From an optimization exercise on the open Yosys and OpenROAD flow, aimed at small area, a short achievable clock period and few clock cycles per item; shortcuts taken in it are not production practice. At most, simulation tests tie the RTL to the original design; equivalence was not proved. Function not checked in run 1: the RTL went through the layout flow alone. Power and IR drop assume default switching activity.

File: design/flow/design.v
module tkt_rx (
    input  wire        clk,
    input  wire        rst,
    input  wire        cfg_we,
    output reg         cfg_ready,
    input  wire [4:0]  cfg_idx,
    input  wire        cfg_en,
    input  wire        cfg_xtd,
    input  wire [2:0]  cfg_len,
    input  wire [7:0]  cfg_maxgap,
    input  wire [9:0]  cfg_age,
    input  wire [31:0] cfg_id,
    input  wire        s_valid,
    output reg         s_ready,
    input  wire [31:0] s_data,
    input  wire [4:0]  s_conn,
    input  wire [6:0]  s_flen,
    input  wire        s_xtd,
    input  wire [15:0] s_stamp,
    output reg         r_valid,
    output reg  [4:0]  r_conn,
    output reg  [2:0]  r_reason,
    output reg         r_gap,
    output reg  [15:0] r_rejcnt
);
    function [31:0] crc_m(input [31:0] c);
        begin
            crc_m[0] = ^{c[1], c[2], c[4], c[5], c[6], c[7], c[9], c[11], c[14], c[15], c[16], c[20], c[23], c[24], c[25], c[26], c[27], c[28]};
            crc_m[1] = ^{c[2], c[3], c[5], c[6], c[7], c[8], c[10], c[12], c[15], c[16], c[17], c[21], c[24], c[25], c[26], c[27], c[28], c[29]};
            crc_m[2] = ^{c[3], c[4], c[6], c[7], c[8], c[9], c[11], c[13], c[16], c[17], c[18], c[22], c[25], c[26], c[27], c[28], c[29], c[30]};
            crc_m[3] = ^{c[0], c[4], c[5], c[7], c[8], c[9], c[10], c[12], c[14], c[17], c[18], c[19], c[23], c[26], c[27], c[28], c[29], c[30], c[31]};
            crc_m[4] = ^{c[0], c[2], c[4], c[7], c[8], c[10], c[13], c[14], c[16], c[18], c[19], c[23], c[25], c[26], c[29], c[30], c[31]};
            crc_m[5] = ^{c[0], c[2], c[3], c[4], c[6], c[7], c[8], c[16], c[17], c[19], c[23], c[25], c[28], c[30], c[31]};
            crc_m[6] = ^{c[2], c[3], c[6], c[8], c[11], c[14], c[15], c[16], c[17], c[18], c[23], c[25], c[27], c[28], c[29], c[31]};
            crc_m[7] = ^{c[0], c[1], c[2], c[3], c[5], c[6], c[11], c[12], c[14], c[17], c[18], c[19], c[20], c[23], c[25], c[27], c[29], c[30]};
            crc_m[8] = ^{c[1], c[2], c[3], c[4], c[6], c[7], c[12], c[13], c[15], c[18], c[19], c[20], c[21], c[24], c[26], c[28], c[30], c[31]};
            crc_m[9] = ^{c[0], c[1], c[3], c[6], c[8], c[9], c[11], c[13], c[15], c[19], c[21], c[22], c[23], c[24], c[26], c[28], c[29], c[31]};
            crc_m[10] = ^{c[5], c[6], c[10], c[11], c[12], c[15], c[22], c[26], c[28], c[29], c[30]};
            crc_m[11] = ^{c[0], c[6], c[7], c[11], c[12], c[13], c[16], c[23], c[27], c[29], c[30], c[31]};
            crc_m[12] = ^{c[2], c[4], c[5], c[6], c[8], c[9], c[11], c[12], c[13], c[15], c[16], c[17], c[20], c[23], c[25], c[26], c[27], c[30], c[31]};
            crc_m[13] = ^{c[0], c[1], c[2], c[3], c[4], c[10], c[11], c[12], c[13], c[15], c[17], c[18], c[20], c[21], c[23], c[25], c[31]};
            crc_m[14] = ^{c[3], c[6], c[7], c[9], c[12], c[13], c[15], c[18], c[19], c[20], c[21], c[22], c[23], c[25], c[27], c[28]};
            crc_m[15] = ^{c[0], c[4], c[7], c[8], c[10], c[13], c[14], c[16], c[19], c[20], c[21], c[22], c[23], c[24], c[26], c[28], c[29]};
            crc_m[16] = ^{c[0], c[1], c[5], c[8], c[9], c[11], c[14], c[15], c[17], c[20], c[21], c[22], c[23], c[24], c[25], c[27], c[29], c[30]};
            crc_m[17] = ^{c[1], c[2], c[6], c[9], c[10], c[12], c[15], c[16], c[18], c[21], c[22], c[23], c[24], c[25], c[26], c[28], c[30], c[31]};
            crc_m[18] = ^{c[0], c[1], c[3], c[4], c[5], c[6], c[9], c[10], c[13], c[14], c[15], c[17], c[19], c[20], c[22], c[28], c[29], c[31]};
            crc_m[19] = ^{c[9], c[10], c[18], c[21], c[24], c[25], c[26], c[27], c[28], c[29], c[30]};
            crc_m[20] = ^{c[10], c[11], c[19], c[22], c[25], c[26], c[27], c[28], c[29], c[30], c[31]};
            crc_m[21] = ^{c[1], c[2], c[4], c[5], c[6], c[7], c[9], c[12], c[14], c[15], c[16], c[24], c[25], c[29], c[30], c[31]};
            crc_m[22] = ^{c[0], c[1], c[3], c[4], c[8], c[9], c[10], c[11], c[13], c[14], c[17], c[20], c[23], c[24], c[27], c[28], c[30], c[31]};
            crc_m[23] = ^{c[6], c[7], c[10], c[12], c[16], c[18], c[20], c[21], c[23], c[26], c[27], c[29], c[31]};
            crc_m[24] = ^{c[0], c[1], c[2], c[4], c[5], c[6], c[8], c[9], c[13], c[14], c[15], c[16], c[17], c[19], c[20], c[21], c[22], c[23], c[25], c[26], c[30]};
            crc_m[25] = ^{c[1], c[2], c[3], c[5], c[6], c[7], c[9], c[10], c[14], c[15], c[16], c[17], c[18], c[20], c[21], c[22], c[23], c[24], c[26], c[27], c[31]};
            crc_m[26] = ^{c[0], c[1], c[3], c[5], c[8], c[9], c[10], c[14], c[17], c[18], c[19], c[20], c[21], c[22], c[26]};
            crc_m[27] = ^{c[0], c[1], c[2], c[4], c[6], c[9], c[10], c[11], c[15], c[18], c[19], c[20], c[21], c[22], c[23], c[27]};
            crc_m[28] = ^{c[0], c[1], c[2], c[3], c[5], c[7], c[10], c[11], c[12], c[16], c[19], c[20], c[21], c[22], c[23], c[24], c[28]};
            crc_m[29] = ^{c[1], c[2], c[3], c[4], c[6], c[8], c[11], c[12], c[13], c[17], c[20], c[21], c[22], c[23], c[24], c[25], c[29]};
            crc_m[30] = ^{c[0], c[2], c[3], c[4], c[5], c[7], c[9], c[12], c[13], c[14], c[18], c[21], c[22], c[23], c[24], c[25], c[26], c[30]};
            crc_m[31] = ^{c[0], c[1], c[3], c[4], c[5], c[6], c[8], c[10], c[13], c[14], c[15], c[19], c[22], c[23], c[24], c[25], c[26], c[27], c[31]};
        end
    endfunction
    function [4:0] len_words(input [2:0] code);
        case (code)
            3'd0: len_words = 5'd2;
            3'd1: len_words = 5'd3;
            3'd2: len_words = 5'd4;
            3'd3: len_words = 5'd5;
            3'd4: len_words = 5'd6;
            3'd5: len_words = 5'd8;
            3'd6: len_words = 5'd12;
            default: len_words = 5'd16;
        endcase
    endfunction
    function [3:0] flen_code(input [6:0] f);
        case (f)
            7'd8:  flen_code = 4'b1000;
            7'd12: flen_code = 4'b1001;
            7'd16: flen_code = 4'b1010;
            7'd20: flen_code = 4'b1011;
            7'd24: flen_code = 4'b1100;
            7'd32: flen_code = 4'b1101;
            7'd48: flen_code = 4'b1110;
            7'd64: flen_code = 4'b1111;
            default: flen_code = 4'b0000;
        endcase
    endfunction
    function cout15(input [14:0] a, input [14:0] b, input cin);
        reg [15:0] g, p;
        reg [7:0]  g1, p1;
        reg [3:0]  g2, p2;
        reg [1:0]  g3, p3;
        integer i;
        begin
            g = {a & b, cin};
            p = {a | b, 1'b0};
            for (i = 0; i < 8; i = i + 1) begin
                g1[i] = g[2*i+1] | (p[2*i+1] & g[2*i]);
                p1[i] = p[2*i+1] & p[2*i];
            end
            for (i = 0; i < 4; i = i + 1) begin
                g2[i] = g1[2*i+1] | (p1[2*i+1] & g1[2*i]);
                p2[i] = p1[2*i+1] & p1[2*i];
            end
            for (i = 0; i < 2; i = i + 1) begin
                g3[i] = g2[2*i+1] | (p2[2*i+1] & g2[2*i]);
                p3[i] = p2[2*i+1] & p2[2*i];
            end
            cout15 = g3[1] | (p3[1] & g3[0]);
        end
    endfunction
    function neg16(input [15:0] a, input [15:0] b);
        neg16 = a[15] ^ ~b[15] ^ cout15(a[14:0], ~b[14:0], 1'b1);
    endfunction
    reg [1023:0] rg_k;      
    reg [95:0]   rg_len;
    reg [31:0]   rg_xtd;
    reg [255:0]  rg_mg;     
    reg [319:0]  rg_am;     
    reg [31:0]   rg_on;     
    reg [31:0]   rg_run;    
    reg [511:0]  rg_seq;
    reg [511:0]  rg_ts;
    reg [4:0]    ph;
    reg          in_v, in_first, in_last, in_tr;
    reg [31:0]   in_d;
    reg [4:0]    ileft;     
    reg [31:0]   acc;       
    reg [4:0]    h_conn;
    reg [3:0]    h_fc;
    reg          h_xtd;
    reg [15:0]   h_stamp;
    reg [31:0]   trailer;   
    reg          held;      
    localparam RW = 90;
    reg [RW-1:0] q0, q1;
    reg          v0, v1;
    reg          s1;
    reg [7:0]    s1_sel;
    reg          s2_v;
    reg [7:0]    s2_sel;
    reg [15:0]   s2_seq, s2_ts;
    reg [7:0]    s2_mg;
    reg          s2_on, s2_run, s2_len_bad, s2_crc_bad, s2_age_bad;
    reg          s3_v;
    reg [15:0]   s3_seq, s3_ts;
    reg [2:0]    s3_reason;
    reg          s3_gap;
    reg          s3_rej;
    reg [7:0]    s3_wb;
    reg [1:0]    cfg_st;    
    reg [4:0]    cfg_cnt;
    wire        beat    = s_valid & s_ready;
    wire        ifirst  = (ileft == 5'd0);
    wire [4:0]  iwords  = s_flen[6:2];
    wire        ilast   = ifirst ? (iwords == 5'd1) : (ileft == 5'd1);
    wire        itr     = ifirst ? (iwords == 5'd2) : (ileft == 5'd2);
    wire [31:0] x  = (acc & {32{~in_first}}) ^ (in_d & {32{in_v}});
    wire [31:0] mx = crc_m(x);
    wire        push     = (in_v & in_last) | held;
    wire        pop      = s2_v;
    wire        can_push = ~v1 | pop;
    wire        push_ok  = push & can_push;
    wire [4:0]  rec_conn = h_conn;
    wire [15:0] rec_age  = h_stamp - trailer[31:16];
    wire [RW-1:0] rec = {h_conn, h_fc, h_xtd, rec_age, trailer, x};
    wire [4:0]  q_conn = q0[89:85];
    wire [3:0]  q_fc   = q0[84:81];
    wire        q_xtd  = q0[80];
    wire [15:0] q_age  = q0[79:64];
    wire [15:0] q_ts   = q0[63:48];
    wire [15:0] q_seq  = q0[47:32];
    wire [31:0] q_syn  = q0[31:0];
    reg [31:0] t_k;
    reg [2:0]  t_len;
    reg        t_xtd;
    reg [7:0]  t_mg;
    reg [9:0]  t_am;
    reg        t_on, t_run;
    reg [15:0] t_seq, t_ts;
    integer j;
    always @(*) begin
        t_k = 32'd0; t_len = 3'd0; t_xtd = 1'b0; t_mg = 8'd0; t_am = 10'd0;
        t_on = 1'b0; t_run = 1'b0; t_seq = 16'd0; t_ts = 16'd0;
        for (j = 0; j < 8; j = j + 1) begin
            t_k   = t_k   | (rg_k  [j*4*32 +: 32] & {32{s1_sel[j]}});
            t_len = t_len | (rg_len[j*4*3 +: 3]   & {3{s1_sel[j]}});
            t_xtd = t_xtd | (rg_xtd[j*4]          & s1_sel[j]);
            t_mg  = t_mg  | (rg_mg [j*4*8 +: 8]   & {8{s1_sel[j]}});
            t_am  = t_am  | (rg_am [j*4*10 +: 10] & {10{s1_sel[j]}});
            t_on  = t_on  | (rg_on [j*4]          & s1_sel[j]);
            t_run = t_run | (rg_run[j*4]          & s1_sel[j]);
            t_seq = t_seq | (rg_seq[j*4*16 +: 16] & {16{s1_sel[j]}});
            t_ts  = t_ts  | (rg_ts [j*4*16 +: 16] & {16{s1_sel[j]}});
        end
    end
    wire len_bad = ~q_fc[3] || (q_fc[2:0] != t_len) || (q_xtd != t_xtd);
    wire crc_bad = (q_syn != ~t_k);
    wire age_ok  = (q_age == 16'hFFFF) || ((q_age[15:10] == 6'd0) && (q_age[9:0] <= t_am));
    wire age_bad = (t_am != 10'd0) && !age_ok;
    wire [15:0] g_m   = ~{8'd0, s2_mg};
    wire [15:0] g_s   = q_seq ^ ~s2_seq ^ g_m;
    wire [15:0] g_c   = {(q_seq[14:0] & ~s2_seq[14:0]) | (q_seq[14:0] & g_m[14:0]) |
                         (~s2_seq[14:0] & g_m[14:0]), 1'b0};
    wire seq_zero = (q_seq == s2_seq);
    wire seq_neg  = neg16(q_seq, s2_seq);
    wire seq_bad  = s2_run && (seq_zero || seq_neg);
    wire ts_bad   = s2_run && neg16(q_ts, s2_ts);
    wire gap      = s2_run && ~(g_s[15] ^ g_c[15] ^ cout15(g_s[14:0], g_c[14:0], 1'b0));
    reg [2:0] reason;
    reg       gap_out;
    always @(*) begin
        gap_out = 1'b0;
        if (!s2_on)            reason = 3'd6;
        else if (s2_len_bad)   reason = 3'd1;
        else if (s2_crc_bad)   reason = 3'd2;
        else if (seq_bad)      reason = 3'd3;
        else if (ts_bad)       reason = 3'd4;
        else begin
            gap_out = gap;
            reason  = s2_age_bad ? 3'd5 : 3'd0;
        end
    end
    wire idle    = ifirst & ~in_v & ~held & ~v0 & (cfg_st == 2'd0);
    wire cfg_acc = cfg_we & cfg_ready;
    wire [4:0] wpos = h_conn + ph;
    wire cfg_wr  = (cfg_st == 2'd2) && (wpos == 5'd1);
    wire [9:0] amax_in = (cfg_age > 10'd1000) ? 10'd1000 : cfg_age;
    wire v0_n = pop ? (v1 | push_ok) : (v0 | push_ok);
    wire v1_n = pop ? (v1 & push_ok) : (v1 | (v0 & push_ok));
    wire held_n     = push & ~can_push;
    wire push_n     = (beat & ilast) | held_n;
    wire can_push_n = ~v1_n | s1;
    wire first_n    = beat ? ilast : ifirst;
    wire cfg_busy_n = cfg_acc | ((cfg_st != 2'd0) & ~cfg_wr);
    wire [4:0] ph_n = rst ? 5'd0 : ph + 5'd1;
    wire [4:0] q0c_n = (pop ? v1 : v0) ? (pop ? q1[89:85] : q_conn) : rec_conn;
    wire [4:0] cpos_n = q0c_n + ph_n;
    wire       go_n   = v0_n & ~s1 & ~rst & (cpos_n[1:0] == 2'b00);
    integer p;
    always @(posedge clk) begin
        for (p = 0; p < 32; p = p + 1) begin
            rg_k  [((p+1)%32)*32 +: 32] <= rg_k  [p*32 +: 32];
            rg_len[((p+1)%32)*3  +: 3]  <= rg_len[p*3  +: 3];
            rg_xtd[(p+1)%32]            <= rg_xtd[p];
            rg_mg [((p+1)%32)*8  +: 8]  <= rg_mg [p*8  +: 8];
            rg_am [((p+1)%32)*10 +: 10] <= rg_am [p*10 +: 10];
            rg_on [(p+1)%32]            <= rg_on [p] & ~rst;
            rg_run[(p+1)%32]            <= rg_run[p];
            rg_seq[((p+1)%32)*16 +: 16] <= rg_seq[p*16 +: 16];
            rg_ts [((p+1)%32)*16 +: 16] <= rg_ts [p*16 +: 16];
        end
        for (p = 0; p < 8; p = p + 1)
            if (s3_wb[p]) begin
                rg_seq[(p*4+3)*16 +: 16] <= s3_seq;
                rg_ts [(p*4+3)*16 +: 16] <= s3_ts;
                rg_run[p*4+3]            <= 1'b1;
            end
        if (cfg_wr) begin
            rg_k  [2*32 +: 32] <= acc;
            rg_am [2*10 +: 10] <= trailer[9:0];
            rg_mg [2*8  +: 8]  <= trailer[17:10];
            rg_len[2*3  +: 3]  <= trailer[20:18];
            rg_xtd[2]          <= trailer[21];
            rg_on [2]          <= trailer[22] & ~rst;
            rg_run[2]          <= rg_on[1] & rg_run[1];
        end
        ph <= ph_n;
        in_v     <= beat & ~rst;
        in_first <= beat & ifirst & ~rst;
        in_last  <= beat & ilast & ~rst;
        in_tr    <= beat & itr & ~rst;
        in_d     <= s_data;
        if (rst)
            ileft <= 5'd0;
        else if (beat)
            ileft <= ifirst ? iwords - 5'd1 : ileft - 5'd1;
        if (cfg_acc)
            acc <= ~cfg_id;
        else if (in_v | (cfg_st == 2'd1))
            acc <= in_last ? x : mx;
        if (cfg_acc)
            h_conn <= cfg_idx;
        else if (beat & ifirst) begin
            h_conn  <= s_conn;
            h_fc    <= flen_code(s_flen);
            h_xtd   <= s_xtd;
            h_stamp <= s_stamp;
        end
        if (cfg_acc)
            trailer <= {9'd0, cfg_en, cfg_xtd, cfg_len, cfg_maxgap, amax_in};
        else if (in_tr)
            trailer <= in_d;
        held <= held_n & ~rst;
        if (pop) begin
            q0 <= v1 ? q1 : rec;
            if (v1 && push)
                q1 <= rec;
        end else if (push) begin
            if (!v0) q0 <= rec;
            else if (!v1) q1 <= rec;
        end
        v0 <= v0_n & ~rst;
        v1 <= v1_n & ~rst;
        s1 <= go_n;
        for (p = 0; p < 8; p = p + 1)
            s1_sel[p] <= go_n && (cpos_n[4:2] == p);
        s2_v       <= s1 & ~rst;
        s2_sel     <= s1_sel;
        s2_seq     <= t_seq;
        s2_ts      <= t_ts;
        s2_mg      <= t_mg;
        s2_on      <= t_on;
        s2_run     <= t_run;
        s2_len_bad <= len_bad;
        s2_crc_bad <= crc_bad;
        s2_age_bad <= age_bad;
        s3_v      <= s2_v & ~rst;
        s3_seq    <= q_seq;
        s3_ts     <= q_ts;
        if (s2_v)
            r_conn <= q_conn;
        s3_reason <= reason;
        s3_gap    <= gap_out;
        s3_rej    <= (reason != 3'd0) && (reason != 3'd6);
        for (p = 0; p < 8; p = p + 1)
            s3_wb[p] <= s2_v && s2_sel[p] && (reason == 3'd0) && !rst;
        r_valid  <= s3_v & ~rst;
        r_reason <= s3_reason;
        r_gap    <= s3_gap;
        if (rst)
            r_rejcnt <= 16'd0;
        else if (s3_v && s3_rej && (r_rejcnt != 16'hFFFF))
            r_rejcnt <= r_rejcnt + 16'd1;
        if (rst) begin
            cfg_st <= 2'd0;
        end else if (cfg_acc) begin
            cfg_st  <= 2'd1;
            cfg_cnt <= len_words(cfg_len);
        end else if (cfg_st == 2'd1) begin
            cfg_cnt <= cfg_cnt - 5'd1;
            if (cfg_cnt == 5'd1)
                cfg_st <= 2'd2;
        end else if (cfg_wr) begin
            cfg_st <= 2'd0;
        end
        cfg_ready <= ~rst & cfg_we & ~cfg_acc & idle & ~beat;
        s_ready <= rst | (~(push_n & ~can_push_n) &
                          ~(first_n & (cfg_we | cfg_busy_n)));
    end
endmodule
File: design/flow/flow/run.sh
#!/bin/bash
# The standard layout (the standard.sh, standard synthesis unchanged),
# with the port buffers made as buf_4 cells instead of the default choice and
# timing repair aiming further below the clock period.
set -euo pipefail
bash standard.sh \
  BUFFER_PORTS_ARGS="-buffer_cell sky130_fd_sc_hd__buf_4" \
  SETUP_SLACK_MARGIN=${MARGIN:-7.0} \
  finish > orfs_make.log 2>&1
File: design/flow/standard.sh
#!/bin/bash
# synth_recipe.tcl (not shown) runs the flow's synth.tcl, then flattens the netlist and writes it again
# the make line also repeats each setting of config.mk as NAME=value (left out here)
make -C /OpenROAD-flow-scripts/flow DESIGN_CONFIG=/design/flow/config.mk WORK_HOME=/design/flow/orfs CLKGATE_MAP_FILE= SYNTH_SCRIPT=/design/flow/synth_recipe.tcl "${@:-finish}"
File: design/flow/config.mk
export PLATFORM = sky130hd
export DESIGN_NAME = tkt_rx
export DESIGN_NICKNAME = tkt_rx
export VERILOG_FILES = /design/flow/design.v
export SDC_FILE = /design/flow/constraint.sdc
export NUM_CORES = 4
export LEC_CHECK = 0
export CAP_MARGIN = 20
export CORE_MARGIN = 2
export CORE_UTILIZATION = 65
export CTS_CLUSTER_DIAMETER = 60
export CTS_CLUSTER_SIZE = 30
export SETUP_SLACK_MARGIN = 5
export SLEW_MARGIN = 20
File: design/flow/constraint.sdc
create_clock -name core_clock -period 10.0 [get_ports {clk}]
set_input_delay 2.0000 -clock core_clock [delete_from_list [all_inputs] [get_ports {clk}]]
set_output_delay 2.0000 -clock core_clock [all_outputs]
set_load 0.01 [all_outputs]
==> metrics.csv, run 1 <==
stage;metric;value;unit
status;outcome;timing/DRC/antenna clean;
global_route;grt_pass1_wl;276000;um
power;peakVddDrop;0.752;mV
setup_path;critPathMaxFanout;1;
floorplanning;start_util;65.5;%
yosys;ys_async_sr_fraction;0;%
setup_path;timing.rr.start;s1_sel[1];
finish;final_common_cell;dfxtp_1;
placed_design;gp_congestion;0.876;
yosys;synth_edf_count;271;
finish;post-route-util;72.8;%
detailed_routing;routed_wl;190000;um
finish;syn_to_final_growth;11.2;%
yosys;ys_types;72;
floorplanning;die-area;0.137;mm^2
power;power_density;301;mW/mm^2
finish;layout_common_cells;2965 x dfxtp_1, 374 x nand2_1, 356 x a22oi_1;
timing;relSlewSlack;26.8;%
setup_path;required;8000;ps
run;max_cap_violations;0;
power;p_leak;0.0380;uW
yosys;synth-xor-area-share;4.51;%
yosys;yosys.area_share.adder;1.38;%
global_route;antenna_found_initial;13;
timing;maxSlewViolCount;0;
yosys;ys_seq_area_share;78.2;%
setup_path;ff2ff_setup_slack;6890;ps
clock_network;cts_num_sinks;3279;
global_route;grt_overflow;0;
placed_design;numPortBuffers;152;
setup_path;worstPathArrival;1400;ps
clock_network;clock_latency;810;ps
floorplanning;rows;134;
yosys;synthFlopType;dfxtp_1;
yosys;yosysTopAreaCell;dfxtp_1;
floorplanning;die_y;371;um
floorplanning;fp.coreArea;0.133;mm^2
floorplanning;top_level_ports;153;
clock_network;clk_pin_slew_worst_paths;100;ps
min_path;hold_end;rg_k[98];
timing;setup_tns;0;ps
yosys;ys_warn_count;1;
setup_path;crit_chain;buf_6;
detailed_routing;wl_per_cell;23.6;um
min_path;holdPathStages;0;
detailed_routing;drt_iter0_markers;3477;
clock_network;root_buffer;clkbuf_16;
timing;finalCritPeriodShare;34.0;%
setup_path;rr_worst_depth;10;
yosys;syn_avg_cell_area;14.7;um^2
clock_network;numCtsBuffers;148;
yosys;synth_mux_area_share;4.38;%
detailed_routing;viasPerCell;5.39;
yosys;ys_ff_latch;3279;
yosys;netlist_area;0.0874;mm^2
timing;finalSetupViolations;0;
setup_path;criticalPathCategory;reg -> out;
timing;maxClockFrequency;0.294;GHz
min_path;hp-start;rg_k[66];
yosys;synth_top_area_share;68.9;%
detailed_routing;vias;43376;
yosys;postSynthCellCount;5944;
clock_network;clk_path_buf_depth;3;
setup_path;worst_setup_path_end_kind;primary output;
clock_network;cts.htree.levels;4;
timing;clock_skew;45.0;ps
finish;post_route_cells_drive_above_1_share;16.4;%
setup_path;slowest_stage;edfxtp_1;
global_route;first_global_vias;42496;
global_route;grt_max_degree;92;
timing;rsz0062_at_grt;yes;
detailed_routing;drc;0;
global_route;grt_usage;27.4;%
timing;fin_crit;3400;ps
yosys;synth-compound-area-share;5.03;%
clock_network;cts_tree;built;
detailed_routing;antenna_left;0;
min_path;min_path_type;reg -> reg;
timing;tightest_slew;1090;ps
setup_path;path_buf_inv;1;
setup_path;crit_family;flip-flops;
finish;fillers;8802;
yosys;syn-num-nets;6154;
setup_path;max_stage_delay;460;ps
setup_path;start_kind;flip-flop;
setup_path;worst_r2r_endpoint;s2_age_bad;
finish;final_net_count;6390;
floorplanning;die_w;371;um
placed_design;post-dp-hpwl;115000;um
yosys;ys_top_cells_by_area;dfxtp_1 69%, edfxtp_1 9.3%, mux2_2 4.2%;
yosys;synth-simple-area-share;5.14;%
detailed_routing;first_pass_iters;5;
yosys;synth_top_family_by_area;simple AND/OR/NAND/NOR gates;
timing;hold_violations;0;
==> layer usage <==
layer / global-route usage, % / vias up / wire length [um]
li1: - / 20411 / -
met1: 38.7 / 21405 / 85500
met2: 42.3 / 1235 / 85800
met3: 4.54 / 323 / 10400
met4: 11.8 / 2 / 8350
met5: 0 / - / 13
==> worst register-to-register path, delay by kind of cell, from the launching register on <==
kind                       cells  cell delay, ps
and+or+nand+nor                1             270
AOI/OAI and AO/OA              7            1370
buffers and inverters          1             480
DFF                            1             590
adders and majority gates      1             310
==> registers in the layout (all words and copies together) (netlist names), 32 cells and up <==
name	flops
rg_am	320
rg_on	32
rg_xtd	32
trailer	32
rg_seq	512
rg_mg	256
rg_run	32
acc	32
rg_len	96
q1	90
q0	90
rg_k	1024
rg_ts	512
in_d	32
==> cells in the mapped netlist, drive strengths merged, types with 7 or more instances <==
| cell type | number |
|---|---|
| maj3 | 7 |
| a22oi | 356 |
| or3 | 8 |
| buf | 29 |
| or2 | 10 |
| xnor2 | 241 |
| edfxtp | 271 |
| nand3 | 24 |
| ha | 75 |
| and2 | 13 |
| and4 | 13 |
| mux2 | 322 |
| o21a | 8 |
| a21oi | 73 |
| a21o | 16 |
| a221oi | 27 |
| nor2b | 87 |
| xor2 | 107 |
| fa | 10 |
| nor2 | 252 |
| a211oi | 7 |
| o211ai | 7 |
| o21ai | 65 |
| dfxtp | 3008 |
| a31oi | 12 |
| xnor3 | 8 |
| nand2 | 382 |
| clkbuf | 171 |
| inv | 94 |
| nand4 | 103 |
| nor3 | 24 |
| nand2b | 21 |
| mux2i | 20 |
==> how the worst max path moves through the flow <==
stage,startpoint,to,slack (ps),depth (start not counted)
2_1_floorplan,rst,s1_sel[0],6160,13
3_3_place_gp,rst,s1_sel[0],5640,11
3_5_place_dp,rst,s1_sel[1],5650,11
4_1_cts,r_conn[1],r_conn[1],6570,1
5_1_grt,r_conn[3],r_conn[3],6580,1
6_report,r_conn[3],r_conn[3],6600,1
==> report_power, final <==
group	switching [uW]	leakage (uW)	total, uW	internal [uW]
registers	234	0.0267	14100	13900
clock network	4050	0.00239	7280	3230
logic	3900	0.00893	7870	3960
==> logic make-up after synthesis <==
| kind of cell | after synthesis |
|---|---|
| mux | 342 |
| fa+ha+maj | 92 |
| flops | 3279 |
| buf+inv | 294 |
| xor+xnor | 356 |
| simple gates | 961 |
| compound gates | 620 |
==> final cells by class <==
type                       instances  area, um^2  area share, %
timing repair buffer             285        2720           2.80
sequential                      3279       68500           70.5
clock buffer                     183        4100           4.22
inverter                          94         353          0.363
multi-input combinational       2372       18400           19.0
tap                             1768        2210           2.28
clock inverter                    61         835          0.859
antenna                            6        15.0         0.0155
==> metrics by stage <==
step	worst slack [ps]	hold WS (ps)	instances	cell area, um^2	power [uW]
3_5_place_dp	5650	312	7699	90400	21600
6_report	6600	289	8048	97100	29300
4_1_cts	6570	279	7992	96300	28900
5_1_grt	6580	294	8046	97100	30400
2_1_floorplan	6160	310	5944	87500	20100
3_3_place_gp	5640	310	7697	90300	21500
==> timing repair <==
action                                 CTS  global route
hold buffers                             0             0
resized for setup                      120            54
pin swaps                               16            30
endpoints found under the hold margin    0             0
gates cloned                             3             3
buffers inserted                        46            46
setup endpoints to repair              278           170
==> inputs of run 2 (changes only) <==
--- a/design/flow/design.v
+++ b/design/flow/design.v
@@ -143,6 +143,7 @@
     reg          s2_on, s2_run, s2_len_bad, s2_crc_bad, s2_age_bad;
     reg          s3_v;
     reg [15:0]   s3_seq, s3_ts;
+    reg [4:0]    s3_conn;
     reg [2:0]    s3_reason;
     reg          s3_gap;
     reg          s3_rej;
@@ -317,14 +318,14 @@
         s3_v      <= s2_v & ~rst;
         s3_seq    <= q_seq;
         s3_ts     <= q_ts;
-        if (s2_v)
-            r_conn <= q_conn;
+        s3_conn   <= q_conn;
         s3_reason <= reason;
         s3_gap    <= gap_out;
         s3_rej    <= (reason != 3'd0) && (reason != 3'd6);
         for (p = 0; p < 8; p = p + 1)
             s3_wb[p] <= s2_v && s2_sel[p] && (reason == 3'd0) && !rst;
         r_valid  <= s3_v & ~rst;
+        r_conn   <= s3_conn;
         r_reason <= s3_reason;
         r_gap    <= s3_gap;
         if (rst)
--- a/design/flow/flow/run.sh
+++ b/design/flow/flow/run.sh
@@ -5,5 +5,5 @@
 set -euo pipefail
 bash standard.sh \
   BUFFER_PORTS_ARGS="-buffer_cell sky130_fd_sc_hd__buf_4" \
-  SETUP_SLACK_MARGIN=${MARGIN:-7.0} \
+  SETUP_SLACK_MARGIN=${MARGIN:-7.3} \
   finish > orfs_make.log 2>&1
==> metrics.csv, run 2 <==
stage;metric;value;unit;change
status;outcome;timing/DRC/antenna clean;;
global_route;antenna_found_initial;6;;-7
setup_path;start_kind;flip-flop;;
setup_path;crit_chain;buf_6;;
timing;relSlewSlack;31.3;%;+4.5 points
yosys;ys_ff_latch;3284;;+0.15%
global_route;first_global_vias;43363;;+2.0%
detailed_routing;drc;0;;unchanged
run;max_cap_violations;0;;unchanged
power;power_density;329;mW/mm^2;+9.3%
floorplanning;rows;134;;unchanged
yosys;yosysTopAreaCell;dfxtp_1;;
floorplanning;die-area;0.138;mm^2;+0.25%
power;power;33300;uW;+14%
clock_network;ctsHoldBuffers;0;;unchanged
detailed_routing;drt_iter0_markers;3986;;+15%
clock_network;cts_tree;built;;
clock_network;clk_pin_slew_worst_paths;100;ps;about the same
setup_path;slowest_stage;dfxtp_4;;
finish;final_net_count;6590;;+3.1%
finish;largest_reg_flops;1024;;unchanged
clock_network;clk_path_buf_depth;3;;unchanged
timing;fin_crit;3270;ps;-129 ps
clock_network;clock_latency;820;ps;about the same
yosys;syn-num-nets;6195;;+0.67%
yosys;synth_top_area_share;69.0;%;about the same
clock_network;cts.htree.levels;4;;unchanged
yosys;ys_async_sr_fraction;0;%;unchanged
detailed_routing;wl_per_cell;24.4;um;+3.4%
power;p_leak;0.0401;uW;+5.3%
placed_design;dpl_cell_area;0.0908;mm^2;+0.46%
min_path;min_path_type;reg -> reg;;
detailed_routing;first_pass_iters;6;;+1
placed_design;dp_slack;5750;ps;+95.6 ps
finish;top_regs;rg_k: 1024 flops, rg_seq: 512 flops, rg_ts: 512 flops;;
placed_design;numPortBuffers;152;;unchanged
yosys;ys_top_cells_by_area;dfxtp_1 69%, edfxtp_1 9.1%, mux2_2 4.0%;;
setup_path;worstPathArrival;1270;ps;-130 ps
yosys;yosys-top-cells-count;3018 x dfxtp_1, 391 x nand2_1, 355 x a22oi_1, 312 x mux2_2, 266 x edfxtp_1;;
yosys;ys_types;75;;+4.2%
detailed_routing;vias;44826;;+3.3%
placed_design;placedCellCount;7727;;+0.36%
clock_network;numCtsBuffers;155;;+4.7%
yosys;syn_avg_cell_area;14.6;um^2;-0.44%
timing;setup_tns;0;ps;unchanged
timing;finalSetupViolations;0;;unchanged
finish;layout_common_cells;2968 x dfxtp_1, 357 x nand2_1, 355 x a22oi_1;;
yosys;ys_warn_count;1;;unchanged
timing;clock_skew;45.2;ps;+0.206 ps
floorplanning;fp.coreArea;0.134;mm^2;+0.13%
setup_path;max_stage_delay;360;ps;-100 ps
finish;post_route_cells_drive_above_1_share;21.9;%;+5.5 points
detailed_routing;viasPerCell;5.43;;+0.81%
timing;rsz0062_at_grt;yes;;
setup_path;required;8000;ps;about the same
floorplanning;start_util;65.5;%;+0.079 points
timing;final.setup.worst_slack;6730;ps;+129 ps
finish;syn_to_final_growth;15.5;%;
setup_path;path_buf_inv;1;;unchanged
yosys;postSynthCellCount;5985;;+0.69%
timing;tightest_slew;1030;ps;-64.4 ps
global_route;grt_usage;27.8;%;+0.40 points
timing;maxSlewViolCount;0;;unchanged
global_route;grt_overflow;0;;unchanged
floorplanning;die_w;371;um;+0.12%
finish;final_common_cell;dfxtp_1;;
placed_design;gp_congestion;0.913;;+4.2%
setup_path;critPathMaxFanout;3;;+2
setup_path;criticalPathCategory;reg -> out;;
timing;hold_violations;0;;unchanged
global_route;grt_max_degree;99;;+7.6%
detailed_routing;routed_wl;201000;um;+6.0%
yosys;synth_edf_count;266;;-1.8%
global_route;grt_pass1_wl;282000;um;+2.2%
floorplanning;top_level_ports;153;;unchanged
placed_design;post-dp-hpwl;113000;um;-2.0%
yosys;synthFlopType;dfxtp_1;;
clock_network;cts_num_sinks;3284;;+0.15%
floorplanning;die_y;371;um;+0.12%
yosys;yosysMostFrequentCell;dfxtp_1;;
setup_path;worst_setup_path_end_kind;primary output;;
finish;regMostFlops;rg_k;;
timing;finalCritPeriodShare;32.7;%;-1.3 points
clock_network;root_buffer;clkbuf_16;;
finish;fin_cells;8250;;+2.5%
timing;maxClockFrequency;0.306;GHz;+4.0%
finish;design_area;0.101;mm^2;+4.2%
yosys;ys_seq_area_share;78.1;%;-0.14 points
power;peakVddDrop;0.982;mV;+31%
setup_path;crit_family;flip-flops;;
yosys;netlist_area;0.0876;mm^2;+0.25%
detailed_routing;antenna_left;0;;unchanged
run 2: timing repair:
| item | CTS | global route |
|---|---|---|
| endpoints found under the setup margin | 318 | 142 |
| cloned | 11 | 7 |
| pin swaps | 102 | 139 |
| resized for setup | 234 | 246 |
| buffers inserted | 150 | 96 |
run 2: final timing paths:
check | end | slack, ps | cells after the start | from
max reg2reg | acc[9] | 6990 | 11 | in_v
min | r_conn[1] | 290 | 0 | s3_conn[1]
min reg2reg | r_conn[1] | 290 | 0 | s3_conn[1]
max | s_ready | 6730 | 1 | s_ready
run 2: cells by family (layout without fill, tap and decap cells):
kind of cell | count (synthesis) | count (layout) | share of synthesized area, %
other | 0 | 2 | 0
buffers and inverters | 302 | 792 | 1.37
adder cells (fa/ha/maj) | 92 | 92 | 1.38
flip-flops | 3284 | 3284 | 78.1
XOR/XNOR | 353 | 353 | 4.47
AND/OR/NAND/NOR | 1009 | 1013 | 5.45
multiplexers | 332 | 332 | 4.24
AO/OA/AOI/OAI | 613 | 614 | 4.99
run 2: final cells by class:
type | instances | area (um^2)
multi-input combinational | 2404 | 20300
fill | 8139 | 32500
antenna | 2 | 5.00
tap | 1768 | 2210
timing repair buffer | 443 | 4600
sequential | 3284 | 68500
inverter | 92 | 357
clock buffer | 181 | 4160
clock inverter | 76 | 1010
run 2: stage by stage:
stage          hold slack, ps  utilization (%)
2_1_floorplan             310                -
3_3_place_gp              310             67.9
3_5_place_dp              312             67.9
4_1_cts                   296             73.8
5_1_grt                   296             75.7
6_report                  294             75.7
run 2: power breakdown:
group / total (uW) / internal [uW] / switching (uW)
sequential: 14100 / 13900 / 230
combinational: 11700 / 5900 / 5760
clock: 7530 / 3320 / 4210
total: 33300 / 23100 / 10200
run 2: per-layer routing:
metal	wire length, um	vias to the layer above	GRT usage [%]
met3	11200	451	4.12
met2	91100	1420	43.4
met5	0	-	0
met1	87800	22051	38.6
met4	11400	0	13.0
li1	-	20904	-
Testbench counts of run 2, summed over its fixed seeds: cycles 23,023, frames 3,200.
==> inputs of run 3 (changes only) <==
--- a/design/flow/flow/run.sh
+++ b/design/flow/flow/run.sh
@@ -5,5 +5,5 @@
 set -euo pipefail
 bash standard.sh \
   BUFFER_PORTS_ARGS="-buffer_cell sky130_fd_sc_hd__buf_4" \
-  SETUP_SLACK_MARGIN=${MARGIN:-7.3} \
+  SETUP_SLACK_MARGIN=${MARGIN:-7.0} \
   finish > orfs_make.log 2>&1
==> metrics.csv, run 3 <==
stage;metric;value;unit;change
yosys;synth_mux_area_share;4.24;%;unchanged
timing;fin_crit;3300;ps;+26.3 ps
setup_path;max_stage_delay;380;ps;+20 ps
yosys;synth-simple-area-share;5.45;%;unchanged
finish;final_common_cell;dfxtp_1;;
yosys;synthFlopType;dfxtp_1;;
clock_network;numCtsBuffers;153;;-1.3%
timing;final.setup.worst_slack;6700;ps;-26.3 ps
detailed_routing;drt_iter0_markers;3731;;-6.4%
timing;clock_skew;30.5;ps;-14.8 ps
placed_design;numPortBuffers;152;;unchanged
yosys;netlist_area;0.0876;mm^2;unchanged
timing;rsz0062_at_grt;yes;;
detailed_routing;routed_wl;188000;um;-6.6%
clock_network;cts.htree.levels;4;;unchanged
power;power_density;305;mW/mm^2;-7.4%
yosys;synth-compound-area-share;4.99;%;unchanged
timing;maxClockFrequency;0.303;GHz;-0.80%
setup_path;path_buf_inv;1;;unchanged
yosys;ys_seq_area_share;78.1;%;unchanged
yosys;yosysTopAreaCell;dfxtp_1;;
global_route;grt_max_degree;88;;-11%
setup_path;crit_chain;buf_6;;
finish;final_net_count;6455;;-2.0%
detailed_routing;antenna_left;0;;unchanged
min_path;min_path_type;reg -> reg;;
placed_design;gp_congestion;0.923;;+1.1%
setup_path;worst_setup_path_end_kind;primary output;;
global_route;grt_usage;27.2;%;-0.67 points
timing;relSlewSlack;26.6;%;-4.7 points
timing;finalCritPeriodShare;33.0;%;+0.26 points
yosys;ys_ff_latch;3284;;unchanged
yosys;yosys.area_share.adder;1.38;%;unchanged
yosys;ys_types;75;;unchanged
clock_network;ctsHoldBuffers;0;;unchanged
yosys;syn_avg_cell_area;14.6;um^2;unchanged
finish;syn_to_final_growth;11.6;%;
floorplanning;die_w;371;um;unchanged
setup_path;criticalPathCategory;reg -> out;;
floorplanning;die-area;0.138;mm^2;unchanged
yosys;synth_edf_count;266;;unchanged
clock_network;clk_pin_slew_worst_paths;110;ps;about the same
global_route;antenna_found_initial;5;;-1
timing;maxSlewViolCount;0;;unchanged
power;peakVddDrop;0.678;mV;-31%
finish;largest_reg_flops;1024;;unchanged
clock_network;clk_path_buf_depth;3;;unchanged
timing;setup_tns;0;ps;unchanged
timing;finalSetupViolations;0;;unchanged
yosys;ys_top_cells_by_area;dfxtp_1 69%, edfxtp_1 9.1%, mux2_2 4.0%;;
yosys;synth-xor-area-share;4.47;%;unchanged
floorplanning;top_level_ports;153;;unchanged
yosys;synth_top_family_by_area;simple AND/OR/NAND/NOR gates;;
finish;layout_common_cells;2969 x dfxtp_1, 389 x nand2_1, 355 x a22oi_1;;
yosys;syn-num-nets;6195;;unchanged
yosys;ys_warn_count;1;;unchanged
floorplanning;die_y;371;um;unchanged
clock_network;cts_tree;built;;
timing;tightest_slew;1100;ps;+70.6 ps
status;outcome;timing/DRC/antenna clean;;
setup_path;startpoint;s_ready;;
detailed_routing;viasPerCell;5.35;;-1.6%
floorplanning;start_util;65.5;%;unchanged
setup_path;worstPathArrival;1300;ps;+30 ps
yosys;ys_async_sr_fraction;0;%;unchanged
power;p_leak;0.0385;uW;-4.0%
yosys;synth_top_area_share;69.0;%;unchanged
yosys;yosysMostFrequentCell;dfxtp_1;;
setup_path;slowest_stage;dfxtp_4;;
detailed_routing;vias;43397;;-3.2%
setup_path;start_kind;flip-flop;;
clock_network;cts_num_sinks;3284;;unchanged
setup_path;critPathMaxFanout;3;;unchanged
clock_network;clock_latency;800;ps;-20 ps
placed_design;dp_slack;5700;ps;-45.7 ps
floorplanning;fp.coreArea;0.134;mm^2;unchanged
global_route;grt_overflow;0;;unchanged
timing;hold_violations;0;;unchanged
finish;post_route_cells_drive_above_1_share;17.2;%;-4.7 points
finish;top_regs;rg_k: 1024 flops, rg_seq: 512 flops, rg_ts: 512 flops;;
global_route;grt_pass1_wl;275000;um;-2.4%
setup_path;crit_family;flip-flops;;
yosys;yosys-top-cells-count;3018 x dfxtp_1, 391 x nand2_1, 355 x a22oi_1, 312 x mux2_2, 266 x edfxtp_1;;
setup_path;required;8000;ps;about the same
detailed_routing;first_pass_iters;6;;unchanged
finish;regMostFlops;rg_k;;
floorplanning;rows;134;;unchanged
setup_path;timing.rr.start;acc[6];;
yosys;postSynthCellCount;5985;;unchanged
timing;holdWs;317;ps;+23.7 ps
min_path;hp-start;rg_k[994];;
placed_design;post-dp-hpwl;114000;um;+0.73%
clock_network;root_buffer;clkbuf_16;;
run;max_cap_violations;0;;unchanged
global_route;first_global_vias;42693;;-1.5%
detailed_routing;wl_per_cell;23.2;um;-5.0%
detailed_routing;drc;0;;unchanged
[run 3: cell counts after synthesis]
Identical to the previous run, type by type.
[run 3: per-stage QoR]
| step | util (%) | total power (uW) | cells | cell area (um^2) |
|---|---|---|---|---|
| floorplan | - | 20100 | 5985 | 87800 |
| global placement | 67.8 | 21700 | 7729 | 90500 |
| detailed placement | 67.8 | 21800 | 7730 | 90500 |
| CTS | 72.4 | 29400 | 8045 | 96700 |
| global route | 73.1 | 30900 | 8115 | 97700 |
| finish | 73.1 | 29800 | 8115 | 97700 |
[run 3: path summary, 6_finish.rpt]
check	endpoint	slack, ps	cells past startpoint
setup reg to reg	acc[27]	7030	8
setup / recovery	s_ready	6700	1
hold reg to reg	rg_k[2]	320	0
hold / removal	rg_k[2]	320	0
[run 3: layout make-up]
cell class	count	area, um^2
diodes	2	5.00
flip-flops and latches	3284	68500
fillers	8704	35900
clock buffers	179	4160
repair buffers	312	2910
clock inverters	76	986
well taps	1768	2210
inverters	92	349
multi-input cells	2402	18600
[run 3: worst reg2reg max path, cell delays in order (launching register included)]
cell and delay (ps):
edfxtp_1 520, nor2b_2 250, xnor2_4 280, xor3_1 390, xnor3_1 430, xnor3_1 430, nor2_1 130, xor2_1 170
mux2i_1 90
[run 3: cell families after synthesis]
family                   Yosys count
AND/OR/NAND/NOR                 1009
AO/OA/AOI/OAI                    613
adder cells (fa/ha/maj)           92
flip-flops                      3284
buffers and inverters            302
XOR/XNOR                         353
multiplexers                     332
[run 3: where the power goes]
group | total (uW) | internal [uW] | switching (uW) | leakage (uW)
clock network | 7450 | 3280 | 4170 | 0.00250
logic | 8190 | 4100 | 4100 | 0.00922
registers | 14100 | 13900 | 260 | 0.0268
[run 3: per-layer routing]
metal  track usage, %  vias up  wire (um)
li1                 -    20621          -
met1             38.0    21404      85600
met2             43.1     1090      86500
met3             3.48      280       8350
met4             11.3        2       7750
met5                0        -         13
[run 3: timing repair]
item / 4_1_cts / 5_1_grt
pin swaps: 20 / 28
gates resized for setup: 115 / 72
buffers inserted: 55 / 65
gates cloned: 5 / 3
setup endpoints to repair: 177 / 126
==> inputs of run 4 (changes only) <==
--- a/design/flow/config.mk
+++ b/design/flow/config.mk
@@ -8,7 +8,7 @@
 export CAP_MARGIN = 20
 export CORE_MARGIN = 2
 export CORE_UTILIZATION = 65
-export CTS_CLUSTER_DIAMETER = 60
-export CTS_CLUSTER_SIZE = 30
+export CTS_CLUSTER_DIAMETER = 50
+export CTS_CLUSTER_SIZE = 36
 export SETUP_SLACK_MARGIN = 5
 export SLEW_MARGIN = 20
==> metrics.csv, run 4 <==
stage;metric;value;unit;change
timing;rsz0062_at_grt;yes;;
clock_network;clk_pin_slew_worst_paths;120;ps;about the same
timing;final.setup.worst_slack;6700;ps;-5.38 ps
floorplanning;rows;134;;unchanged
timing;maxClockFrequency;0.303;GHz;-0.16%
floorplanning;start_util;65.5;%;unchanged
yosys;ys_warn_count;1;;unchanged
timing;clock_skew;50.7;ps;+20.2 ps
yosys;yosysMostFrequentCell;dfxtp_1;;
placed_design;gp_congestion;0.923;;unchanged
yosys;ys_top_cells_by_area;dfxtp_1 69%, edfxtp_1 9.1%, mux2_2 4.0%;;
clock_network;cts_num_sinks;3284;;unchanged
clock_network;clk_path_buf_depth;3;;unchanged
setup_path;criticalPathCategory;reg -> out;;
clock_network;cts_tree;built;;
setup_path;required;8000;ps;about the same
detailed_routing;routed_wl;190000;um;+0.74%
finish;final_net_count;6462;;+0.11%
floorplanning;fp.coreArea;0.134;mm^2;unchanged
detailed_routing;viasPerCell;5.33;;-0.25%
yosys;ys_ff_latch;3284;;unchanged
finish;fillers;8502;;-2.3%
power;power_density;313;mW/mm^2;+2.7%
finish;largest_reg_flops;1024;;unchanged
power;peakVddDrop;0.670;mV;-1.2%
setup_path;max_stage_delay;370;ps;about the same
global_route;grt_overflow;0;;unchanged
finish;layout_common_cells;2970 x dfxtp_1, 389 x nand2_1, 355 x a22oi_1;;
floorplanning;top_level_ports;153;;unchanged
placed_design;dp_slack;5700;ps;unchanged
setup_path;worst_setup_path_end_kind;primary output;;
detailed_routing;antenna_left;0;;unchanged
finish;top_regs;rg_k: 1024 flops, rg_seq: 512 flops, rg_ts: 512 flops;;
setup_path;start_kind;flip-flop;;
placed_design;numPortBuffers;152;;unchanged
floorplanning;die_w;371;um;unchanged
yosys;synth_top_area_share;69.0;%;unchanged
finish;regMostFlops;rg_k;;
timing;holdWs;306;ps;-11.6 ps
timing;tightest_slew;1110;ps;+9.68 ps
finish;post_route_cells_drive_above_1_share;18.1;%;+0.87 points
timing;hold_violations;0;;unchanged
detailed_routing;vias;43646;;+0.57%
yosys;syn_avg_cell_area;14.6;um^2;unchanged
detailed_routing;wl_per_cell;23.2;um;about the same
yosys;ys_async_sr_fraction;0;%;unchanged
setup_path;worstPathArrival;1300;ps;about the same
global_route;grt_usage;27.3;%;+0.18 points
global_route;antenna_found_initial;7;;+2
global_route;first_global_vias;42931;;+0.56%
setup_path;slowest_stage;dfxtp_4;;
clock_network;clock_latency;840;ps;+40 ps
yosys;yosys-top-cells-count;3018 x dfxtp_1, 391 x nand2_1, 355 x a22oi_1, 312 x mux2_2, 266 x edfxtp_1;;
yosys;postSynthCellCount;5985;;unchanged
setup_path;crit_chain;buf_6;;
timing;setup_tns;0;ps;unchanged
power;p_leak;0.0392;uW;+1.7%
yosys;ys_types;75;;unchanged
min_path;min_path_type;reg -> reg;;
yosys;netlist_area;0.0876;mm^2;unchanged
global_route;grt_max_degree;88;;unchanged
clock_network;cts.htree.levels;4;;unchanged
yosys;synthFlopType;dfxtp_1;;
yosys;yosysTopAreaCell;dfxtp_1;;
timing;relSlewSlack;26.0;%;-0.65 points
run;max_cap_violations;0;;unchanged
status;outcome;timing/DRC/antenna clean;;
clock_network;numCtsBuffers;177;;+16%
floorplanning;die_y;371;um;unchanged
timing;fin_crit;3300;ps;+5.38 ps
setup_path;critPathMaxFanout;3;;unchanged
global_route;grt_pass1_wl;276000;um;+0.61%
setup_path;crit_family;flip-flops;;
setup_path;path_buf_inv;1;;unchanged
timing;maxSlewViolCount;0;;unchanged
finish;syn_to_final_growth;13.3;%;
yosys;ys_seq_area_share;78.1;%;unchanged
detailed_routing;drt_iter0_markers;3652;;-2.1%
floorplanning;die-area;0.138;mm^2;unchanged
timing;finalCritPeriodShare;33.0;%;+0.054 points
placed_design;post-dp-hpwl;114000;um;unchanged
finish;final_common_cell;dfxtp_1;;
clock_network;root_buffer;clkbuf_16;;
detailed_routing;first_pass_iters;7;;+1
yosys;syn-num-nets;6195;;unchanged
detailed_routing;drc;0;;unchanged
timing;finalSetupViolations;0;;unchanged
yosys;synth_edf_count;266;;unchanged
==> run 4: timing repair <==
action | 4_1_cts | 5_1_grt
hold buffers | 0 | 0
setup buffers | 49 | 55
endpoints found under the setup margin | 182 | 160
pin swaps | 17 | 31
gates cloned | 3 | 4
gates resized for setup | 115 | 65
==> run 4: kinds of logic (layout without fill, tap and decap cells) <==
kind of cell    Yosys count  in the layout  synth area share [%]
flops                  3284           3284                  78.1
buf+inv                 302            723                  1.37
fa+ha+maj                92             92                  1.38
other cells               0              5                     0
xor+xnor                353            353                  4.47
mux                     332            332                  4.24
compound gates          613            613                  4.99
simple gates           1009           1012                  5.45
==> run 4: path summary, 6_finish.rpt <==
kind | from | end | slack [ps] | cells after the start
hold reg to reg | rg_k[183] | rg_k[215] | 310 | 0
setup reg to reg | acc[9] | acc[17] | 7030 | 9
setup / recovery | s_ready | s_ready | 6700 | 1
hold / removal | rg_k[183] | rg_k[215] | 310 | 0
==> run 4: metrics by stage <==
stage | util, % | cell area, um^2 | cells | power [uW]
after floorplan | - | 87800 | 5985 | 20100
after global placement | 67.8 | 90500 | 7729 | 21700
after detailed placement | 67.8 | 90500 | 7730 | 21800
after CTS | 73.6 | 98300 | 8118 | 30700
after global routing | 74.2 | 99200 | 8179 | 32200
final | 74.2 | 99200 | 8182 | 31000
==> run 4: final cells by class <==
| class | instances | area [um^2] | area share, % |
|---|---|---|---|
| sequential | 3284 | 68500 | 69.1 |
| multi-input combinational | 2402 | 18600 | 18.7 |
| clock buffer | 189 | 4640 | 4.68 |
| timing repair buffer | 295 | 2750 | 2.77 |
| tap | 1768 | 2210 | 2.23 |
| clock inverter | 147 | 2170 | 2.19 |
| inverter | 92 | 349 | 0.352 |
| antenna | 5 | 12.5 | 0.0126 |
==> run 4: power by group <==
part / internal, uW / switching [uW]
Sequential: 13900 / 256
Combinational: 4030 / 4060
Clock: 3920 / 4890
==> run 4: layer usage <==
layer / vias to the layer above / GRT usage (%) / share of wire, %
met5: - / 0 / 0
met3: 327 / 3.80 / 4.8
met1: 21449 / 37.9 / 45
li1: 20742 / - / -
met2: 1128 / 43.0 / 46
met4: 0 / 12.3 / 4.4
==> inputs of run 5 (changes only) <==
==> design/flow/config.mk (replaced) <==
export PLATFORM = sky130hd
export DESIGN_NAME = tkt_rx
export DESIGN_NICKNAME = tkt_rx
export VERILOG_FILES = /design/flow/design.v
export SDC_FILE = /design/flow/constraint.sdc
export NUM_CORES = 4
export LEC_CHECK = 0
export CAP_MARGIN = 5
export CORE_MARGIN = 2
export CORE_UTILIZATION = 65
export CTS_CLUSTER_DIAMETER = 60
export CTS_CLUSTER_SIZE = 30
export SETUP_SLACK_MARGIN = 5
export SLEW_MARGIN = 5
==> metrics.csv, run 5 <==
stage;metric;value;unit;change
timing;finalSetupViolations;0;;unchanged
finish;syn_to_final_growth;11.0;%;
setup_path;crit_family;flip-flops;;
setup_path;required;8000;ps;about the same
setup_path;worst_setup_path_end_kind;primary output;;
floorplanning;die-area;0.138;mm^2;unchanged
setup_path;worstPathArrival;1290;ps;about the same
clock_network;clk_path_buf_depth;3;;unchanged
yosys;ys_ff_latch;3284;;unchanged
run;max_cap_violations;0;;unchanged
yosys;ys_warn_count;1;;unchanged
min_path;min_path_type;reg -> reg;;
setup_path;rr_worst_depth;9;;unchanged
floorplanning;top_level_ports;153;;unchanged
yosys;ys_types;75;;unchanged
placed_design;numPortBuffers;152;;unchanged
timing;clock_skew;31.9;ps;-18.8 ps
global_route;first_global_vias;42456;;-1.1%
detailed_routing;viasPerCell;5.36;;+0.45%
global_route;grt_pass1_wl;274000;um;-0.88%
finish;design_area;0.0973;mm^2;-2.0%
floorplanning;rows;134;;unchanged
clock_network;clock_latency;800;ps;-40 ps
clock_network;clk_pin_slew_worst_paths;100;ps;-20 ps
global_route;grt_usage;27.1;%;-0.23 points
timing;setup_tns;0;ps;unchanged
setup_path;critPathCapture;s_ready;;
floorplanning;die_y;371;um;unchanged
yosys;syn_avg_cell_area;14.6;um^2;unchanged
floorplanning;start_util;65.5;%;unchanged
power;p_leak;0.0383;uW;-2.2%
setup_path;critPathMaxFanout;3;;unchanged
detailed_routing;first_pass_iters;5;;-2
timing;maxClockFrequency;0.304;GHz;+0.22%
setup_path;startpoint;s_ready;;
power;power_density;304;mW/mm^2;-2.9%
clock_network;cts.htree.levels;4;;unchanged
finish;post_route_cells_drive_above_1_share;16.5;%;-1.5 points
setup_path;criticalPathCategory;reg -> out;;
global_route;grt_max_degree;88;;unchanged
setup_path;crit_chain;buf_6;;
clock_network;ctsHoldBuffers;0;;unchanged
yosys;synth_top_area_share;69.0;%;unchanged
status;outcome;timing/DRC/antenna clean;;
floorplanning;fp.coreArea;0.134;mm^2;unchanged
power;peakVddDrop;0.701;mV;+4.6%
global_route;antenna_found_initial;4;;-3
finish;final_net_count;6435;;-0.42%
timing;tightest_slew;1120;ps;+12.2 ps
setup_path;start_kind;flip-flop;;
timing;finalCritPeriodShare;32.9;%;-0.074 points
setup_path;ff2ff_setup_slack;7010;ps;-20 ps
timing;relSlewSlack;25.1;%;-0.81 points
finish;post-route-util;72.8;%;-1.5 points
yosys;synth_edf_count;266;;unchanged
clock_network;cts_num_sinks;3284;;unchanged
detailed_routing;drt_iter0_markers;3393;;-7.1%
yosys;yosysMostFrequentCell;dfxtp_1;;
yosys;postSynthCellCount;5985;;unchanged
setup_path;cp.depth;1;;unchanged
yosys;yosys-top-cells-count;3018 x dfxtp_1, 391 x nand2_1, 355 x a22oi_1, 312 x mux2_2, 266 x edfxtp_1;;
detailed_routing;antenna_left;0;;unchanged
setup_path;worst_r2r_endpoint;acc[17];;
setup_path;path_buf_inv;1;;unchanged
yosys;syn-num-nets;6195;;unchanged
yosys;ys_top_cells_by_area;dfxtp_1 69%, edfxtp_1 9.1%, mux2_2 4.0%;;
yosys;yosysTopAreaCell;dfxtp_1;;
clock_network;cts_tree;built;;
detailed_routing;drc;0;;unchanged
finish;top_regs;rg_k: 1024 flops, rg_seq: 512 flops, rg_ts: 512 flops;;
finish;layout_common_cells;2971 x dfxtp_1, 389 x nand2_1, 355 x a22oi_1;;
placed_design;gp_congestion;0.923;;unchanged
placed_design;post-dp-hpwl;113000;um;-0.11%
timing;hold_violations;0;;unchanged
global_route;grt_overflow;0;;unchanged
finish;largest_reg_flops;1024;;unchanged
detailed_routing;vias;43375;;-0.62%
clock_network;numCtsBuffers;152;;-14%
floorplanning;die_w;371;um;unchanged
placed_design;dpl_cell_area;0.0905;mm^2;about the same
timing;fin_crit;3290;ps;-7.38 ps
setup_path;timing.rr.start;acc[9];;
finish;final_common_cell;dfxtp_1;;
clock_network;root_buffer;clkbuf_16;;
timing;rsz0062_at_grt;yes;;
finish;regMostFlops;rg_k;;
detailed_routing;routed_wl;187000;um;-1.1%
yosys;synthFlopType;dfxtp_1;;
yosys;netlist_area;0.0876;mm^2;unchanged
yosys;ys_async_sr_fraction;0;%;unchanged
yosys;ys_seq_area_share;78.1;%;unchanged
setup_path;slowest_stage;dfxtp_4;;
detailed_routing;wl_per_cell;23.2;um;about the same
setup_path;max_stage_delay;380;ps;about the same
timing;maxSlewViolCount;0;;unchanged
-- run 5: cell counts after synthesis --
Identical to the previous run, type by type.
-- run 5: cell families (layout without fill, tap and decap cells) --
kind of cell    after synthesis  after routing  share of synthesized area, %
flops                      3284           3284                          78.1
simple gates               1009           1012                          5.45
compound gates              613            613                          4.99
xor+xnor                    353            353                          4.47
mux                         332            332                          4.24
buf+inv                     302            639                          1.37
fa+ha+maj                    92             92                          1.38
other cells                   0              2                             0
-- run 5: stage by stage --
stage          power [uW]  setup WS [ps]  instances  hold WS [ps]
2_1_floorplan       20100           5960       5985           310
3_3_place_gp        21700           5700       7729           310
3_5_place_dp        21800           5690       7729           312
4_1_cts             29300           6640       8049           320
5_1_grt             30600           6660       8093           321
6_report            29500           6710       8095           320
-- run 5: worst min-delay path by stage --
stage	start	end	slack [ps]	cells after the start
after floorplan	s3_conn[0]	r_conn[0]	310	0
after global placement	rg_am[290]	rg_am[300]	310	0
after detailed placement	rg_am[198]	rg_am[208]	310	0
after CTS	rg_k[895]	rg_k[927]	320	0
after global routing	rg_k[895]	rg_k[927]	320	0
final	rg_seq[250]	rg_seq[266]	320	0
-- run 5: power by group --
group          internal (uW)  switching (uW)
combinational           4010            4030
clock                   3180            4160
sequential             13900             270
total                  21100            8450
-- run 5: cell type report --
type,count,area (um^2)
inverters,92,349
clock buffers,177,4060
clock inverters,77,960
repair buffers,293,2720
well taps,1768,2210
diodes,2,5.00
multi-input cells,2402,18400
fillers,8855,36400
flip-flops and latches,3284,68500
-- run 5: repair_timing --
action	in CTS	in global routing
gates cloned	4	2
setup buffers	62	42
endpoints found under the setup margin	176	124
endpoints found under the hold margin	0	0
pin swaps	23	24
resized for setup	113	42
-- run 5: per-layer routing --
metal	vias up	wire length [um]	track usage, %
li1	20578	-	-
met1	21385	85000	37.9
met2	1099	86400	43.1
met3	311	8260	3.53
met4	2	7770	11.1
met5	-	13	0
==> inputs of run 6 (changes only) <==
==> design/flow/flow/run.sh (replaced) <==
#!/bin/bash
# The standard layout (the standard.sh, standard synthesis unchanged),
# with the port buffers made as buf_2 cells instead of the default choice and
# timing repair aiming further below the clock period.
set -euo pipefail
bash standard.sh \
  BUFFER_PORTS_ARGS="-buffer_cell sky130_fd_sc_hd__buf_2" \
  SETUP_SLACK_MARGIN=${MARGIN:-7.0} \
  finish > orfs_make.log 2>&1
--- a/design/flow/config.mk
+++ b/design/flow/config.mk
@@ -5,10 +5,10 @@
 export SDC_FILE = /design/flow/constraint.sdc
 export NUM_CORES = 4
 export LEC_CHECK = 0
-export CAP_MARGIN = 5
+export CAP_MARGIN = 20
 export CORE_MARGIN = 2
 export CORE_UTILIZATION = 65
 export CTS_CLUSTER_DIAMETER = 60
 export CTS_CLUSTER_SIZE = 30
 export SETUP_SLACK_MARGIN = 5
-export SLEW_MARGIN = 5
+export SLEW_MARGIN = 20
==> metrics.csv, run 6 <==
stage;metric;value;unit;change
status;outcome;timing/DRC/antenna clean;;
placed_design;numPortBuffers;152;;unchanged
timing;hold_violations;0;;unchanged
yosys;ys_warn_count;1;;unchanged
timing;tightest_slew;933;ps;-190 ps
finish;top_regs;rg_k: 1024 flops, rg_seq: 512 flops, rg_ts: 512 flops;;
yosys;ys_async_sr_fraction;0;%;unchanged
setup_path;ff2ff_setup_slack;7010;ps;about the same
yosys;synth_mux_area_share;4.24;%;unchanged
yosys;synth-compound-area-share;4.99;%;unchanged
detailed_routing;routed_wl;188000;um;+0.26%
power;p_leak;0.0385;uW;+0.59%
detailed_routing;antenna_left;0;;unchanged
yosys;ys_ff_latch;3284;;unchanged
yosys;synth_top_area_share;69.0;%;unchanged
setup_path;crit_family;flip-flops;;
min_path;hold_end;rg_k[635];;
setup_path;worstPathArrival;1300;ps;about the same
yosys;synth_edf_count;266;;unchanged
global_route;grt_pass1_wl;277000;um;+0.92%
min_path;holdPathStages;0;;unchanged
yosys;postSynthCellCount;5985;;unchanged
yosys;yosysMostFrequentCell;dfxtp_1;;
timing;relSlewSlack;37.8;%;+13 points
detailed_routing;viasPerCell;5.35;;-0.13%
yosys;ys_types;75;;unchanged
floorplanning;start_util;65.5;%;unchanged
timing;finalCritPeriodShare;33.0;%;+0.047 points
timing;clock_skew;30.3;ps;-1.59 ps
clock_network;numCtsBuffers;153;;+0.66%
finish;largest_reg_flops;1024;;unchanged
power;power;30100;uW;+2.0%
setup_path;start_kind;flip-flop;;
power;internal-power;21300;uW;+0.87%
setup_path;worst_setup_path_end_kind;primary output;;
power;seqPwrFrac;46.9;%;-1.0 points
setup_path;startpoint;r_valid;;
global_route;grt_overflow;0;;unchanged
yosys;yosys-top-cells-count;3018 x dfxtp_1, 391 x nand2_1, 355 x a22oi_1, 312 x mux2_2, 266 x edfxtp_1;;
setup_path;max_stage_delay;380;ps;about the same
clock_network;root_buffer;clkbuf_16;;
global_route;grt_max_degree;87;;-1.1%
yosys;synth-simple-area-share;5.45;%;unchanged
detailed_routing;wl_per_cell;23.1;um;-0.23%
detailed_routing;vias;43532;;+0.36%
finish;syn_to_final_growth;11.4;%;
clock_network;cts_tree;built;;
floorplanning;die_w;371;um;unchanged
floorplanning;die_y;371;um;unchanged
timing;finalSetupViolations;0;;unchanged
yosys;yosysTopAreaCell;dfxtp_1;;
yosys;yosys.area_share.adder;1.38;%;unchanged
detailed_routing;drt_iter0_markers;3235;;-4.7%
finish;post_route_cells_drive_above_1_share;17.2;%;+0.67 points
setup_path;criticalPathCategory;reg -> out;;
timing;fin_crit;3300;ps;+4.71 ps
yosys;synthFlopType;dfxtp_1;;
setup_path;path_buf_inv;1;;unchanged
power;power_density;309;mW/mm^2;+1.6%
detailed_routing;drc;0;;unchanged
timing;maxClockFrequency;0.303;GHz;-0.14%
power;p_switching;8860;uW;+4.7%
min_path;hp-start;rg_k[603];;
setup_path;timing.rr.start;trailer[23];;
floorplanning;rows;134;;unchanged
setup_path;crit_chain;buf_6;;
timing;rsz0062_at_grt;yes;;
min_path;min_path_type;reg -> reg;;
placed_design;post-dp-hpwl;113000;um;-0.63%
finish;final_net_count;6466;;+0.48%
setup_path;required;8000;ps;about the same
clock_network;cts.htree.levels;4;;unchanged
yosys;synth_top_family_by_area;simple AND/OR/NAND/NOR gates;;
setup_path;critPathMaxFanout;1;;-2
finish;regMostFlops;rg_k;;
yosys;ys_seq_area_share;78.1;%;unchanged
clock_network;clock_latency;810;ps;about the same
setup_path;slowest_stage;dfxtp_4;;
yosys;syn_avg_cell_area;14.6;um^2;unchanged
power;comb_power_share;28.0;%;+0.8 points
timing;setup_tns;0;ps;unchanged
power;clkPwrFrac;25.1;%;+0.3 points
finish;layout_common_cells;2976 x dfxtp_1, 384 x nand2_1, 355 x a22oi_1;;
global_route;grt_usage;27.2;%;+0.14 points
timing;maxSlewViolCount;0;;unchanged
floorplanning;fp.coreArea;0.134;mm^2;unchanged
placed_design;gp_congestion;0.919;;-0.49%
clock_network;clk_pin_slew_worst_paths;110;ps;about the same
floorplanning;top_level_ports;153;;unchanged
clock_network;cts_num_sinks;3284;;unchanged
yosys;ys_top_cells_by_area;dfxtp_1 69%, edfxtp_1 9.1%, mux2_2 4.0%;;
finish;final_common_cell;dfxtp_1;;
power;p_sw_share;29.4;%;+0.77 points
global_route;antenna_found_initial;6;;+2
detailed_routing;first_pass_iters;6;;+1
clock_network;clk_path_buf_depth;3;;unchanged
global_route;first_global_vias;43196;;+1.7%
power;peakVddDrop;0.440;mV;-37%
setup_path;rr_worst_depth;9;;unchanged
yosys;syn-num-nets;6195;;unchanged
run;max_cap_violations;0;;unchanged
setup_path;worst_r2r_endpoint;q0[79];;
yosys;netlist_area;0.0876;mm^2;unchanged
yosys;synth-xor-area-share;4.47;%;unchanged
floorplanning;die-area;0.138;mm^2;unchanged
## run 6: how the worst max path moves through the flow
| stage | endpoint | cells after the start |
|---|---|---|
| 2_1_floorplan | s1_sel[4] | 14 |
| 3_3_place_gp | s1_sel[4] | 13 |
| 3_5_place_dp | s1_sel[4] | 10 |
| 4_1_cts | r_valid | 1 |
| 5_1_grt | r_valid | 1 |
| 6_report | r_valid | 1 |
## run 6: final cells by class
type                    instances  area [um^2]
multi-input cells            2401        18500
fillers                      8761        36000
well taps                    1768         2210
diodes                          4         10.0
repair buffers                324         2710
clock buffers                 180         4120
inverters                      92          349
flip-flops and latches       3284        68500
clock inverters                82         1160
## run 6: logic make-up after synthesis
group           Yosys count
flops                  3284
simple gates           1009
buf+inv                 302
xor+xnor                353
compound gates          613
mux                     332
fa+ha+maj                92
## run 6: routing by layer
metal,GRT usage [%],up-vias,share of wire (%),wire length (um)
met1,38.0,21365,45,84500
met4,11.3,0,4.5,8410
met3,3.68,327,5.1,9520
met5,0,-,0,0
li1,-,20635,-,-
met2,43.1,1205,45,85500
## run 6: timing repair
action,4_1_cts,5_1_grt
hold buffers,0,0
endpoints found under the setup margin,189,129
gates cloned,5,2
pin swaps,25,20
buffers inserted,75,53
gates resized for setup,108,72
## run 6: power groups by stage
stage	clock, uW	sequential [uW]	combinational, uW
detailed placement	0	14500	7610
floorplan	0	14200	5900
global route	8170	14100	8930
finish	7560	14100	8440
CTS	7670	14100	7990
global placement	0	14500	7550
## run 6: through the flow
stage | setup WS, ps | instance area (um^2) | hold slack, ps | util [%] | instances
6_report | 6700 | 97600 | 309 | 73.0 | 8135
2_1_floorplan | 5960 | 87800 | 310 | - | 5985
5_1_grt | 6650 | 97600 | 311 | 73.0 | 8131
3_5_place_dp | 5650 | 90200 | 312 | 67.5 | 7734
4_1_cts | 6640 | 96700 | 314 | 72.4 | 8076
3_3_place_gp | 5640 | 90200 | 309 | 67.5 | 7734

## re-timing with driven ports
In the flow no input, the clock included, has a driving cell. The finished layouts below were timed again as built, in two steps.
Step 1, drivers: a clkbuf_16 drives clk and a buf_2 each remaining input, both assumed.
Step 2 moves the port delays by t, midway between the first and last clock arrival at a register: inputs arrive t later, outputs are due t later. That takes back most of the time a late clock gives input paths.
Three values: ideal ports, drivers, drivers and shift; two values: the first two.
run | shift t [ns] | setup WS [ns] | clock arrival spread, ns | pins driven straight from the clock port
run 1 | 0.867 | 6.601 / 6.524 / 6.059 | 0.051 / 0.051 | 1
run 2 | 0.873 | 6.730 / 6.653 / 6.064 | 0.046 / 0.045 | 1
run 3 | 0.859 | 6.704 / 6.630 / 5.979 | 0.033 / 0.032 | 1
run 4 | 0.889 | 6.699 / 6.625 / 6.012 | 0.056 / 0.056 | 1
run 5 | 0.869 | 6.706 / 6.626 / 6.022 | 0.041 / 0.041 | 1
run 6 | 0.870 | 6.701 / 6.626 / 6.039 | 0.032 / 0.032 | 1
After both steps setup and hold are still met in every run listed. For run 3, which loses most, drivers alone change the setup slack by -0.074 ns; drivers and shift together by -0.725 ns.
